This is an optimization exercise on Yosys and OpenROAD, whose aim is small area and a short achievable clock period, not a production implementation. Only simulation tests tie the RTL to the original design; equivalence was not proved.

<file path="flow/design.v">
module arb_res #(
    parameter N    = 64,                  
    parameter IW   = 6,                   
    parameter [N-1:0] LOCK_OK = 64'h0000_F000_0000_0000   
) (
    input  wire          clk,
    input  wire          rst,
    input  wire          tick_i,       
    input  wire          pause_i,      
    input  wire          cmd_valid_i,
    input  wire          cmd_op_i,     
    input  wire [IW-1:0] cmd_id_i,
    input  wire [15:0]   cmd_lst_i,
    input  wire          cmd_nodl_i,
    input  wire          cmd_lock_i,
    input  wire          unlock_i,     
    output wire          gnt_valid_o,
    output wire [IW-1:0] gnt_id_o,
    output wire          gnt_lock_o,
    output wire          gnt_miss_o,
    output wire [15:0]   gnt_slack_o,
    output wire          locked_o,
    output wire          lock_over_o,
    output wire          lock_reject_o,
    output wire          rewrite_o,
    output wire [IW:0]   sat_cnt_o,    
    output wire [IW:0]   shift_cnt_o,  
    output wire [IW-1:0] ptr_o,
    output wire [15:0]   now_o
);
    reg [N-1:0]  valid_q;
    reg [N-1:0]  sat_q;
    reg [N-1:0]  nodl_q;
    reg [N-1:0]  lock_q;
    reg [15:0]   lst_q [0:N-1];
    reg [15:0]   now_q;
    reg [IW-1:0] ptr_q;
    reg          lock_act_q;
    reg [5:0]    lock_beat_q;             
    wire cmd_new = cmd_valid_i & ~cmd_op_i;
    wire cmd_rw  = cmd_valid_i &  cmd_op_i;
    localparam PW = 18;                   
    localparam KW = PW + IW;
    wire [N-1:0]  new_hit;
    wire [N-1:0]  c_valid;
    wire [N-1:0]  c_nodl;
    wire [N-1:0]  c_lock;
    wire [N-1:0]  c_sat;
    wire [15:0]   c_lst   [0:N-1];
    wire [15:0]   c_slack [0:N-1];
    wire [KW-1:0] t_key  [0:2*N-2];
    wire          t_tie  [0:2*N-2];
    wire          t_lock [0:2*N-2];
    genvar i;
    generate
        for (i = 0; i < N; i = i + 1) begin : g_leaf
            assign new_hit[i] = cmd_new & (cmd_id_i == i) & ~valid_q[i];
            assign c_valid[i] = valid_q[i] | new_hit[i];
            assign c_nodl[i]  = new_hit[i] ? cmd_nodl_i : nodl_q[i];
            assign c_lock[i]  = new_hit[i] ? (cmd_lock_i & LOCK_OK[i]) : lock_q[i];
            assign c_sat[i]   = new_hit[i] ? 1'b0 : sat_q[i];
            assign c_lst[i]   = new_hit[i] ? cmd_lst_i : lst_q[i];
            assign c_slack[i] = c_sat[i] ? 16'h8000 : (c_lst[i] - now_q);
            wire [IW-1:0] rr = i[IW-1:0] - ptr_q;
            assign t_key[N-1+i]  = {~c_valid[i], c_nodl[i], c_slack[i] ^ 16'h8000, rr};
            assign t_tie[N-1+i]  = 1'b0;
            assign t_lock[N-1+i] = c_lock[i];
        end
        for (i = 0; i < N-1; i = i + 1) begin : g_node
            wire [KW-1:0] ka = t_key[2*i+1];
            wire [KW-1:0] kb = t_key[2*i+2];
            wire take_b = kb < ka;
            wire same   = ka[KW-1:IW] == kb[KW-1:IW];
            assign t_key[i]  = take_b ? kb : ka;
            assign t_lock[i] = take_b ? t_lock[2*i+2] : t_lock[2*i+1];
            assign t_tie[i]  = same | (take_b ? t_tie[2*i+2] : t_tie[2*i+1]);
        end
    endgenerate
    wire lock_end = lock_act_q & (lock_beat_q == 6'd33);
    wire held     = lock_act_q & ~lock_end;
    wire free     = ~pause_i & ~held;
    wire [KW-1:0] win_key = t_key[0];
    wire          win_tie = t_tie[0];
    assign gnt_valid_o = free & ~win_key[KW-1];
    assign gnt_id_o    = win_key[IW-1:0] + ptr_q;
    assign gnt_lock_o  = t_lock[0];
    assign gnt_slack_o = win_key[IW+15:IW] ^ 16'h8000;
    assign gnt_miss_o  = ~win_key[KW-2] & gnt_slack_o[15];
    assign locked_o    = held;
    assign lock_over_o = lock_end;
    assign ptr_o       = ptr_q;
    assign now_o       = now_q;
    wire [15:0] now_nx = now_q + (tick_i ? 16'd1 : 16'd0);
    wire        shift  = tick_i & pause_i;
    wire [N-1:0] granted;
    wire [N-1:0] rw_hit;
    wire [N-1:0] v_nx;
    wire [N-1:0] sat_ev;
    wire [15:0]  lst_nx [0:N-1];
    generate
        for (i = 0; i < N; i = i + 1) begin : g_next
            assign granted[i] = gnt_valid_o & (gnt_id_o == i);
            assign rw_hit[i]  = cmd_rw & (cmd_id_i == i) & valid_q[i] & ~granted[i];
            assign v_nx[i]    = c_valid[i] & ~granted[i];
            wire [15:0] lst_w = rw_hit[i] ? cmd_lst_i : c_lst[i];
            assign lst_nx[i]  = lst_w + ((shift & v_nx[i]) ? 16'd1 : 16'd0);
            wire [15:0] d = lst_nx[i] - now_nx;
            wire overdue  = d[15] & (~d[14] | (d[13:0] == 14'd0));
            assign sat_ev[i] = tick_i & v_nx[i] & ~c_sat[i] & overdue;
        end
    endgenerate
    reg [IW:0] sat_cnt;
    reg [IW:0] shift_cnt;
    integer k;
    always @* begin
        sat_cnt   = 0;
        shift_cnt = 0;
        for (k = 0; k < N; k = k + 1) begin
            sat_cnt   = sat_cnt + {{IW{1'b0}}, sat_ev[k]};
            shift_cnt = shift_cnt + {{IW{1'b0}}, shift & v_nx[k]};
        end
    end
    reg [IW:0] sat_cnt_q;
    reg [IW:0] shift_cnt_q;
    always @(posedge clk) begin
        if (rst) begin
            sat_cnt_q   <= {(IW+1){1'b0}};
            shift_cnt_q <= {(IW+1){1'b0}};
        end else begin
            sat_cnt_q   <= sat_cnt;
            shift_cnt_q <= shift_cnt;
        end
    end
    assign sat_cnt_o   = sat_cnt_q;
    assign shift_cnt_o = shift_cnt_q;
    assign rewrite_o     = |rw_hit;
    assign lock_reject_o = cmd_new & cmd_lock_i & ~LOCK_OK[cmd_id_i] & ~valid_q[cmd_id_i];
    always @(posedge clk) begin
        if (rst) begin
            valid_q <= {N{1'b0}};
            sat_q   <= {N{1'b0}};
        end else begin
            valid_q <= v_nx;
            sat_q   <= v_nx & (c_sat | sat_ev);
        end
    end
    always @(posedge clk) begin
        for (k = 0; k < N; k = k + 1) begin
            lst_q[k]  <= lst_nx[k];
            nodl_q[k] <= c_nodl[k];
            lock_q[k] <= c_lock[k];
        end
    end
    always @(posedge clk) begin
        if (rst) begin
            now_q       <= 16'd0;
            ptr_q       <= {IW{1'b0}};
            lock_act_q  <= 1'b0;
            lock_beat_q <= 6'd0;
        end else begin
            now_q <= now_nx;
            if (gnt_valid_o & win_tie)
                ptr_q <= gnt_id_o + 1'b1;
            if (gnt_valid_o & gnt_lock_o) begin
                lock_act_q  <= 1'b1;
                lock_beat_q <= 6'd2;
            end else if (lock_act_q) begin
                if (lock_end | unlock_i)
                    lock_act_q <= 1'b0;
                else
                    lock_beat_q <= lock_beat_q + 6'd1;
            end
        end
    end
endmodule
</file>
<file path="flow/run.sh">
#!/bin/bash
# synth_recipe.tcl (not shown) runs the flow's synth.tcl, then flattens the netlist and writes it again
# the make line also repeats each setting of config.mk as NAME=value (left out here)
make -C /OpenROAD-flow-scripts/flow DESIGN_CONFIG=/design/flow/config.mk WORK_HOME=/design/flow/orfs CLKGATE_MAP_FILE= SYNTH_SCRIPT=/design/flow/synth_recipe.tcl finish
</file>
<file path="flow/config.mk">
export PLATFORM = sky130hd
export DESIGN_NAME = arb_res
export DESIGN_NICKNAME = arb_res
export VERILOG_FILES = /design/flow/design.v
export SDC_FILE = /design/flow/constraint.sdc
export NUM_CORES = 8
export LEC_CHECK = 0
export CAP_MARGIN = 20
export CORE_MARGIN = 2
export CORE_UTILIZATION = 40
export SETUP_SLACK_MARGIN = 1.0
export SLEW_MARGIN = 20
</file>
<file path="flow/constraint.sdc">
create_clock -name core_clock -period 48.0 [get_ports {clk}]
set_input_delay 9.6000 -clock core_clock [delete_from_list [all_inputs] [get_ports {clk}]]
set_output_delay 9.6000 -clock core_clock [all_outputs]
set_load 0.01 [all_outputs]
</file>
==> notes.md <==
## routing by layer
| layer | vias up | global-route usage |
|---|---|---|
| met5 | - | 0 |
| met4 | 82 | 0.3809 |
| met3 | 4097 | 0.1595 |
| met2 | 17973 | 0.6847 |
| met1 | 122014 | 0.6414 |
| li1 | 110703 | - |
## kinds of logic after synthesis
| family | after synthesis |
|---|---|
| simple gates | 9666 |
| compound gates | 7849 |
| fa+ha+maj | 3632 |
| buf+inv | 3067 |
| xor+xnor | 2744 |
| mux | 1794 |
| flops | 1323 |
## through the flow
step / worst slack [ns] / util / area [um2] / instances
3_3_place_gp: -0.7253 / 0.4541 / 252500 / 39137
5_1_grt: 0.9699 / 0.4696 / 261100 / 39615
4_1_cts: 1.023 / 0.4671 / 259700 / 39504
6_report: 1.435 / 0.4707 / 261700 / 39852
3_5_place_dp: -0.6561 / 0.4545 / 252700 / 39144
2_1_floorplan: 4.881 / - / 222900 / 30075
## synthesized netlist by cell type (75+ instances only)
cell type	count	area (um2)
ha_1	3378	42270
nor2_1	2611	9801
fa_1	236	4725
nand2_1	2944	11050
nand4_1	329	2058
inv_1	1781	6685
dfxtp_1	1323	26490
a211oi_1	139	1044
and2_1	338	2115
a221oi_1	114	998.5
a31oi_1	187	1170
o21ai_0	2163	10830
buf_1	234	878.3
nor3_1	600	3003
or3_1	189	1182
o211ai_1	87	653.1
a21oi_1	2309	11560
a21o_1	1506	11310
o21bai_1	141	1059
xnor2_1	1771	15510
o31ai_1	76	570.6
mux2i_1	1456	14570
nor2b_1	566	3541
and3_1	136	850.8
nor4_1	176	1101
mux2_2	303	3412
buf_2	79	395.4
xor2_1	946	8285
nand2b_1	651	4073
o21a_1	314	2357
o2111ai_1	101	884.6
nand3_1	714	3573
clkbuf_1	950	3566
o31a_1	75	656.9
## what timing repair did
| item | in CTS | in global routing |
|---|---|---|
| pin swaps | 1 | 20 |
| gates cloned | 1 | 10 |
| setup buffers | 0 | 50 |
| resized for setup | 27 | 160 |
| setup endpoints to repair | 1 | 8 |
## layout make-up
| class | count | share of cell area |
|---|---|---|
| tap | 7452 | 0.03563 |
| clock buffer | 285 | 0.02219 |
| clock inverter | 74 | 0.004083 |
| sequential | 1323 | 0.1013 |
| timing repair inverter | 1 | 0.00001912 |
| inverter | 1787 | 0.02604 |
| antenna | 285 | 0.002725 |
| multi-input combinational | 25695 | 0.7147 |
| timing repair buffer | 2950 | 0.09331 |
## sequential cells by signal, summed over array words and instances (netlist names)
| register | count |
|---|---|
| lock_q | 64 |
| ptr_q | 6 |
| nodl_q | 64 |
| now_q | 16 |
| shift_cnt_q | 7 |
| lst_q | 1024 |
| sat_cnt_q | 7 |
| lock_act_q | 1 |
| lock_beat_q | 6 |
| sat_q | 64 |
| valid_q | 64 |
## critical path: cells and delay by family
family	cells	cell delay (ns)
muxes	2	0.86
xor gates and xnor gates	2	0.32
and+or+nand+nor	28	6.86
AOI/OAI and AO/OA	37	10.54
adders and majority gates	9	3.24
buffers and inverters	23	5.35
## worst max path at each step
stage                            from   endpoint  slack, ns  cells past startpoint
after detailed placement  cmd_id_i[4]  rewrite_o      -0.66                    116
after global routing      cmd_id_i[2]  rewrite_o       0.97                    115
final                     cmd_id_i[2]  rewrite_o       1.44                    101
after floorplan           cmd_id_i[4]  rewrite_o       4.88                    129
after CTS                 cmd_id_i[4]  rewrite_o       1.02                    113
after global placement    cmd_id_i[4]  rewrite_o      -0.73                    116
==> impl_metrics.toml <==
[synthesis]
post_synth_inst_count = 30075
post_synth_fa_ha_maj_area_fraction = 0.2116
synthXorXnorAreaFrac = 0.1094
asyncSetResetFlopFracSynth = 0
yosys-mux-area-fraction = 0.08372
synth_compound_gate_area_share = 0.2190
postSynthNetCount = 33720
synth_ff_type = "dfxtp_1"
post_synth_instance_area_um2 = 222900
synth-edff-count = 0
synth.lib_cells_used.distinct = 139
synth_top_family_by_area = "compound AO/OA/AOI/OAI gates"
ys_seq_elements = 1323
yosysWarnings = 2
synth_sequential_area_ratio = 0.1188
synthSimpleGateAreaFrac = 0.2049
mean_post_synth_cell_area_um2 = 7.413

[clock_tree]
ctsHtreeMaxLevel = 4
clk_latency_ns = 1.05
cts-root-to-sink-buffers = 4
cts_tree = "built"
hold_buffers = 0
cts_root_buffer = "clkbuf_16"
clkSinkCount = 1323
cts-buffers-inserted = 198
clk_transition_reported_paths_ns = 0.05

[min_path]
min_delay_path_depth = 1
hold_path_end = "lock_q[4]$_DFF_P_"
class_of_the_tightest_hold_or_removal_check = "flip-flop to flip-flop"
holdCritStartpoint = "lock_q[4]$_DFF_P_"

[worst_setup_path]
worst_r2r_endpoint = "sat_cnt_q[6]$_SDFF_PP0_"
nature_of_the_critical_path_endpoint = "output pin"
critical_path_required_ns = 38.40
timing.reg2reg.worst_path_depth = 142
regToRegStartpoint = "now_q[1]$_SDFF_PP0_"
crit_type = "input pin to output pin"
timing.reg2reg.setup_slack_ns = 11.24
cp_max_fo = 32
critPathLaunchType = "input pin"
cp_slowest_cell = "nand4_1"
timing.critical_path.slowest_cell_delay_ns = 0.80
cpMostUsedCell = "buf_4"
crit_arrival_ns = 36.96

[layout]
layout-drive-gt1-share = 0.1303
final-seq-area_um2 = 26500
multi_input_area_um2 = 187100
layout.cells.most_common = "ha_1"
filler_cell_count = 55963
flow.area_growth_from_synthesis_pct = 17.39
finalNetCount = 35601
most-common-layout-cells = "ha_1, nand2_1, buf_4, nor2_1, a21oi_1"

[placement]
dp_hpwl_um = 1164000
routabilityCongestion = 1.123
port_buffers = 95

[sta]
maxClockFrequency_mhz = 21.48
timing.final.crit_share = 0.9701
finClkSkew_ns = 0.07035
tightest_slew_ns = 1.355
fin_tns_setup_ns = 0
whs_ns = 0.4584
slew-limit-headroom = 0.09668
report.final.hold_viol_count = 0
rsz_0062_raised_after_global_routing = "false"
drv_slew = 0
finalSetupViolCount = 0
layout_min_cycle_time_ns = 46.56

[floorplanning]
dieHeight_um = 750.6
die_area_um2 = 563300
initial_utilization = 0.4009
coreArea_um2 = 556100
boundaryPins = 96
row_count = 274
die_width_um = 750.6

[detailed_routing]
drc = 0
routed.top_layer = "met5"
routed-wl-met3_um = 192100
m1_wire_length_um = 579900
detailroute.wirelength.met2_um = 569200
first_iter_violations = 38235
wl_per_cell_um = 36.97
routed-via-count = 254869
drt-pass1-iter-count = 7
route.antenna.remaining_nets = 0
detail_route.wirelength_um = 1473000
route.detailed.vias_per_inst = 6.395

[outcome]
run_status = "timing/DRC/antenna clean"

[global_route]
largest_net_degree_at_the_start_of_global_routing = 50
initial_antenna_violation_count = 286
grt_pass1_vias = 224964
grt_use_total = 0.4985
grt_first_pass_wirelength_um = 1936000
overflow = 0

[run]
max_cap_viol_count = 0

separate check: timing with driven ports:
No port has a modelled driver above. Below, the same layout with a new extraction and two added sets of constraints. Step 1 sets driving cells, clkbuf_16 on the clock port and buf_2 on the other inputs (assumed; they add their load-dependent delay and slew). Step 2, shift: input delay + t, output delay - t, t = (earliest + latest rising clock arrival at the registers) / 2. This alone moves slack from input paths to output paths. a / b / c = no drivers / after step 1 / after step 2; a / b = the first two.
t (ns): 1.158
slack for setup (ns): 1.435 / 1.214 / 1.214
slew at the worst register clock pin (ns): 0.08 / 0.08
After both steps this run still meets setup and hold. The setup slack of this run moves by -0.221 ns with the drivers and by -0.221 ns with both steps.
